Context: an optimization exercise on an open-source flow, tuned for small area, a short achievable clock period and few clock cycles per item. The choices shown serve that exercise and are no tape-out recipe. The RTL was checked by simulation tests, not by an equivalence proof against the original design. No activity file was given, so power comes from the tool's default toggle rates.

## flow/design.v (module list and top-level ports; edited modules follow where they fit)
// module snc_alu_exec: 335 lines
// module snc_alu_mulcsa: 979 lines
// module snc_alu: 156 lines
module snc_alu (
    input  wire        clk,
    input  wire        rst,
    input  wire        in_valid,
    output wire        in_ready,
    input  wire [4:0]  op,
    input  wire        qb,
    input  wire [39:0] a,
    input  wire [39:0] b,
    input  wire [39:0] d,
    output reg         out_valid,
    output reg  [3:0]  out_trap,
    output reg  [39:0] out_word
);
  // ...
==> flow/run.sh <==
#!/bin/bash
# synth_recipe.tcl (not shown) runs the flow's synth.tcl, then flattens the netlist and writes it again
# the make line also repeats each setting of config.mk as NAME=value (left out here)
make -C /OpenROAD-flow-scripts/flow DESIGN_CONFIG=/design/flow/config.mk WORK_HOME=/design/flow/orfs CLKGATE_MAP_FILE= SYNTH_SCRIPT=/design/flow/synth_recipe.tcl finish
==> flow/config.mk <==
export PLATFORM = sky130hd
export DESIGN_NAME = snc_alu
export DESIGN_NICKNAME = snc_alu
export VERILOG_FILES = /design/flow/design.v
export SDC_FILE = /design/flow/constraint.sdc
export NUM_CORES = 4
export LEC_CHECK = 0
export ABC_CLOCK_PERIOD_IN_PS = 4000
export CAP_MARGIN = 30
export CORE_MARGIN = 2
export CORE_UTILIZATION = 35
export PLACE_DENSITY = 0.55
export SLEW_MARGIN = 30
==> flow/constraint.sdc <==
create_clock -name core_clock -period 16.0 [get_ports {clk}]
set_input_delay 3.2000 -clock core_clock [delete_from_list [all_inputs] [get_ports {clk}]]
set_output_delay 3.2000 -clock core_clock [all_outputs]
set_load 0.01 [all_outputs]
==> flow_summary.rst, run 1 <==
.. list-table::
   :header-rows: 1

   * - Metric
     - Value
   * - Die X
     - just under 400 um
   * - Cell repeated most along the worst path
     - sky130_fd_sc_hd__fa_1
   * - Largest voltage drop on the vdd net
     - 229 uV
   * - Total vias in the final route
     - 51,700
   * - CTS tree
     - yes
   * - Clock latency at the later pin of the worst-skew pair
     - 0.69 ns
   * - Non-clock inverter instance count of the final layout
     - roughly 430
   * - Largest area contributor in the synthesized netlist
     - sky130_fd_sc_hd__edfxtp_1
   * - Gate count after technology mapping
     - approximately 5,900
   * - Critical Path Start Type
     - flip-flop
   * - Fraction of power consumed by the clock network
     - 0.127
   * - Average cell area after synthesis
     - roughly 8.5 um2
   * - Relative contribution of sequential cells to total power
     - 0.136
   * - XOR/XNOR share of the synthesized area
     - 0.0985
   * - Layout fillers
     - between 10,000 and 15,000
   * - Wl on met1
     - about 110,000 um
   * - Placement-stage cell area
     - 54,900 um2
   * - Number of enable flip-flop cells after synthesis
     - roughly 250
   * - Largest stage delay on the critical path
     - between 0.5 and 0.6 ns
   * - Share of the final layout cell area in sequential cells
     - 0.174
   * - Number of levels in the clock H-tree
     - 2
   * - Async SR Flop Fraction
     - 0
   * - Main synth FF type
     - sky130_fd_sc_hd__edfxtp_1
   * - Amount of wire on met2 after detailed routing
     - 111,000 um
   * - Area of the die
     - roughly 150,000 um2
   * - Launch point of the worst path
     - a0[0]
   * - Peak clock frequency supported by timing
     - between 100 and 150 MHz
   * - Final worst-path setup slack
     - approximately 8.3 ns
   * - Detailed-router iteration count before antenna repair
     - 19
   * - Final setup skew
     - around 0.039 ns
   * - Combined flip-flop and latch cell area
     - 9810 um2
   * - Height of the die
     - about 380 um
   * - Leakage Power
     - roughly 22 nW
   * - Buffers added on ports
     - around 170
   * - Critical path destination
     - x1[4]
   * - Max transition margin
     - 0.198
   * - Status
     - complete, no violations
   * - Ports
     - approximately 180
   * - RSZ-0062 raised after global routing
     - no
   * - Overall power
     - ~8.4 mW
   * - Top cell type's share of synthesized area
     - 0.147
   * - Count of nets left with antenna violations after detail routing
     - 0
   * - Destination of the worst hold path
     - out_word[33]
   * - Adder-cell area share of the yosys netlist
     - 0.197
Testbench counts, summed over its fixed seeds: cycles 28,623, items 24,000.
==> inputs of run 2 (changes only) <==
--- a/flow/config.mk
+++ b/flow/config.mk
@@ -7,3 +7,2 @@
 export LEC_CHECK = 0
-export ABC_CLOCK_PERIOD_IN_PS = 4000
 export CAP_MARGIN = 30
==> run 2 against run 1 <==
  * Critical path type unchanged
  * Synthesized cell count unchanged
  * Sequential power hardly changed
  * Register-to-register slack hardly changed
  * Critical path depth did not move
  * Combinational power about the same
  * Clock power about the same
  * Final cell count unchanged
  * Global-route usage unchanged
  * Sequential cell count unchanged
  * Highest routed layer unchanged
  * Sequential share of layout area did not move
  * Utilization is the same
==> flow_summary.rst, run 2 <==
.. list-table::
   :header-rows: 1

   * - Metric
     - Value
   * - Highest net fanout along the worst path
     - 26
   * - Overall routing resource usage
     - 0.360
   * - CTS tree
     - yes
   * - Net switching power
     - around 4.3 mW
   * - Height of the die
     - 385 um (unchanged)
   * - Most used cells in the layout excluding fill and tap cells
     - 491 x sky130_fd_sc_hd__xnor2_1, 418 x sky130_fd_sc_hd__a21oi_1, 411 x sky130_fd_sc_hd__inv_1
   * - Area share of and/or/nand/nor cells after synthesis
     - 0.127
   * - Number of resized instances in the post-cts repair step
     - 0
   * - RSZ-0062 raised after global routing
     - no
   * - Die X
     - 385 um (unchanged)
   * - Final Hold Violating Endpoints
     - 0
   * - Total buffers and inverters traversed by the critical path
     - 4
   * - Final period utilization
     - 0.483
   * - Main synth FF type
     - sky130_fd_sc_hd__edfxtp_1
   * - Fraction of power consumed by the clock network
     - 0.127 (about the same)
   * - Number of distinct library cell variants in the gate-level netlist after synthesis
     - roughly 100
   * - Critical path class
     - reg2reg
   * - Post-CTS Hold Fix Bufs
     - 0
   * - Vias in the first global route
     - between 40,000 and 50,000
   * - Average cell area after synthesis
     - 8.52 um2 (unchanged)
   * - Internal power
     - 4.07 mW
   * - List of most frequent post-synthesis cells
     - 492 x sky130_fd_sc_hd__xnor2_1, 419 x sky130_fd_sc_hd__a21oi_1, 415 x sky130_fd_sc_hd__inv_1
   * - Adder-cell area share of the yosys netlist
     - 0.197 (unchanged)
   * - Final nets
     - 6,694
   * - Status
     - complete, no violations
   * - Placer Congestion
     - 1.08
   * - Core occupancy in the finished layout
     - 0.393
   * - Leakage Power
     - 22.2 nW (unchanged)
   * - Buffers added on ports
     - 174 (unchanged)
   * - Most common cell after layout, fill and taps aside
     - sky130_fd_sc_hd__xnor2_1
   * - Sw Ratio
     - 0.516
   * - Layout cell share with drive strength beyond 1
     - 0.0847
   * - Count of clock tree sinks
     - 366
   * - Yosys warning total
     - 2
   * - Ports
     - 175 (unchanged)
   * - Count of state elements after synthesis
     - 366
   * - Synthesized Nets
     - around 6,700
   * - Count of nets left with antenna violations after detail routing
     - 0 (unchanged)
   * - Total vias in the final route
     - 51,700 (unchanged)
   * - Number of vias per cell
     - between 6 and 7
   * - Slew of the pin with the lowest slew margin
     - ~1.2 ns
   * - Cell family with the largest share of critical-path delay
     - adder cells
   * - Sequence of cells on the critical path
     - buf_4 -> inv_1 -> ha_1 -> inv_1 -> fa_1 -> fa_1 -> fa_1 -> fa_1 -> fa_1 -> fa_1 -> fa_1 -> fa_1 -> inv_1 -> a21o_1 -> a21oi_1 -> xnor2_1 -> nor2_1 -> a2111oi_0 -> o221ai_1 -> a31oi_1 -> nand3_1 -> o32a_1
   * - Power share of the combinational group
     - 0.737
   * - Slowest cell on crit path
     - sky130_fd_sc_hd__inv_1
   * - Worst slack at placement
     - between 8 and 9 ns
   * - Complex-gate fraction of the synthesized area
     - 0.246
   * - Number of clock buffers inserted by TritonCTS
     - 46
   * - Area of the die
     - 148,000 um2 (unchanged)
   * - Critical Path Start Type
     - flip-flop
   * - Async SR Flop Fraction
     - 0 (unchanged)
   * - Number of post-CTS setup repair buffers
     - 0
   * - Setup violations, final
     - 0
   * - Top cell type's share of synthesized area
     - 0.147 (unchanged)
   * - Non-filler cells in the finished layout
     - 7,865
   * - Power density over the cells
     - roughly 150 nW/um2
   * - Main combinational cell family by area after synthesis
     - compound AO/OA/AOI/OAI gates
   * - Main area contributors after synthesis
     - sky130_fd_sc_hd__edfxtp_1 15%, sky130_fd_sc_hd__ha_1 10%, sky130_fd_sc_hd__fa_1 9.7%
   * - Final-report max-slew violation count
     - 0
   * - Final setup skew
     - 0.0388 ns (unchanged)
   * - Required time at the worst-slack endpoint
     - 16.44 ns
   * - Class of the worst hold path
     - reg2reg
   * - Dominant cell by count in the synthesized netlist
     - sky130_fd_sc_hd__xnor2_1
   * - Dpl cells
     - 7,768
   * - XOR/XNOR share of the synthesized area
     - 0.0985 (unchanged)
   * - Final worst-path setup slack
     - 8.28 ns (unchanged)
   * - Mux share of post-synthesis cell area
     - 0.0678
   * - Global-route wire length before repair
     - 379,000 um
   * - Worst EP arrival
     - just over 8 ns
   * - Largest area contributor in the synthesized netlist
     - sky130_fd_sc_hd__edfxtp_1
   * - Cell repeated most along the worst path
     - sky130_fd_sc_hd__fa_1
   * - Routed length per placed instance
     - ~35 um
   * - Detailed-route wire length
     - 274,000 um
   * - Largest stage delay on the critical path
     - 0.56 ns (about the same)
   * - Aggregate negative setup slack
     - 0 ns
   * - Endpoint kind of the worst setup timing path
     - flip-flop
   * - DRC marker count from the first detailed-route iteration
     - about 8,000
   * - Peak clock frequency supported by timing
     - 130 MHz (unchanged)
   * - Starting density of the core
     - 0.353
   * - Largest voltage drop on the vdd net
     - 229 uV (unchanged)
   * - Clock latency at the later pin of the worst-skew pair
     - 0.69 ns (about the same)
   * - Synth-to-layout area growth
     - 11.3%
   * - Gate count after technology mapping
     - 5,948 (unchanged)
   * - CTS clk-pin slew, worst paths
     - roughly 0.06 ns
   * - Half-perimeter wire length after detailed placement
     - 198,000 um
   * - Seq/Total Area, Yosys
     - 0.193
   * - Number of antenna violations at the first check in global routing
     - 24
   * - Layout fillers
     - 14,700 (unchanged)
   * - Core area
     - approximately 140,000 um2
   * - Detailed-router iteration count before antenna repair
     - 19 (unchanged)
   * - Largest net degree at the start of global routing
     - 73
   * - Number of enable flip-flop cells after synthesis
     - 248 (unchanged)
   * - Minimum period implied by the final worst setup slack
     - ~7.7 ns
   * - Synthesized cell area
     - slightly above 50,000 um2
   * - Count of max-cap constraint violations
     - 0
   * - Overall power
     - 8.40 mW (unchanged)
   * - Longest Clk Path Bufs
     - 3
   * - Clock Tree Root
     - sky130_fd_sc_hd__clkbuf_16
   * - Grt ovf
     - 0
   * - # DRC
     - 0
   * - Max transition margin
     - 0.198 (unchanged)
   * - Row Count
     - between 100 and 150
   * - Relative contribution of sequential cells to total power
     - 0.136 (about the same)
   * - Number of levels in the clock H-tree
     - 2 (unchanged)
## run 2: power groups by stage
stage	logic (mW)	registers, mW	clock network, mW
floorplan	3.76	1.13	0
global placement	5.92	1.16	0
detailed placement	5.96	1.16	0
CTS	5.99	1.14	1.08
global route	6.62	1.14	1.12
finish	6.19	1.14	1.07
## run 2: path summary, 6_finish.rpt
kind / from / end / slack (ns) / cells after the start
max: a0[0] / x1[4] / 8.28 / 22
min: ty1[1] / out_word[33] / 0.34 / 0
max reg2reg: a0[0] / x1[4] / 8.28 / 22
min reg2reg: ty1[1] / out_word[33] / 0.34 / 0
## run 2: metal layers
| metal | vias to the layer above | share of wire | GRT usage |
|---|---|---|---|
| li1 | 21700 | - | - |
| met1 | 25200 | 0.39 | 0.456 |
| met2 | 3701 | 0.41 | 0.513 |
| met3 | 1076 | 0.12 | 0.123 |
| met4 | 26 | 0.085 | 0.242 |
| met5 | - | 0.00067 | 0.00325 |
## run 2: area by class of cell
cell class	instances	area, um2	share of cell area
antenna	12	30.0	0.000532
clock buffer	54	1210	0.0215
clock inverter	31	304	0.00539
inverter	433	1630	0.0289
multi-input combinational	4669	37600	0.667
sequential	366	9810	0.174
tap	1903	2380	0.0422
timing repair buffer	397	3420	0.0605
## run 2: cells by family after synthesis
| logic type | after synthesis |
|---|---|
| xor gates and xnor gates | 570 |
| AOI/OAI and AO/OA | 1832 |
| DFF | 366 |
| buffers and inverters | 913 |
| adders and majority gates | 652 |
| and+or+nand+nor | 1344 |
| muxes | 271 |
## run 2: through the flow
stage | area, um2 | hold slack, ns
floorplan | 50700 | 0.323
global placement | 54800 | 0.325
detailed placement | 54900 | 0.327
CTS | 56400 | 0.342
global route | 56400 | 0.355
finish | 56400 | 0.343

what the ideal ports hide:
How much do the figures lean on ideal ports? The routed layouts below were timed once more, with nothing changed but the port constraints.
Step 1: set_driving_cell puts a clkbuf_16 on clk and a buf_2 on each other input, an assumption about the parent block.
Step 2, shift: input delay + t, output delay - t, t = (earliest + latest rising clock arrival at the registers) / 2. This alone moves slack from input paths to output paths.
a / b / c = ideal / step 1 / step 2; a / b = the first two.
| run | t (ns) | slack for setup (ns) | worst setup path after step 2 | worst slew at a driven data input, ns |
|---|---|---|---|---|
| run 1 | 0.754 | 8.279 / 8.279 / 8.279 | register to register | 0.06 |
| run 2 | 0.754 | 8.279 / 8.279 / 8.279 | register to register | 0.06 |
After both steps setup and hold are still met in every run listed.
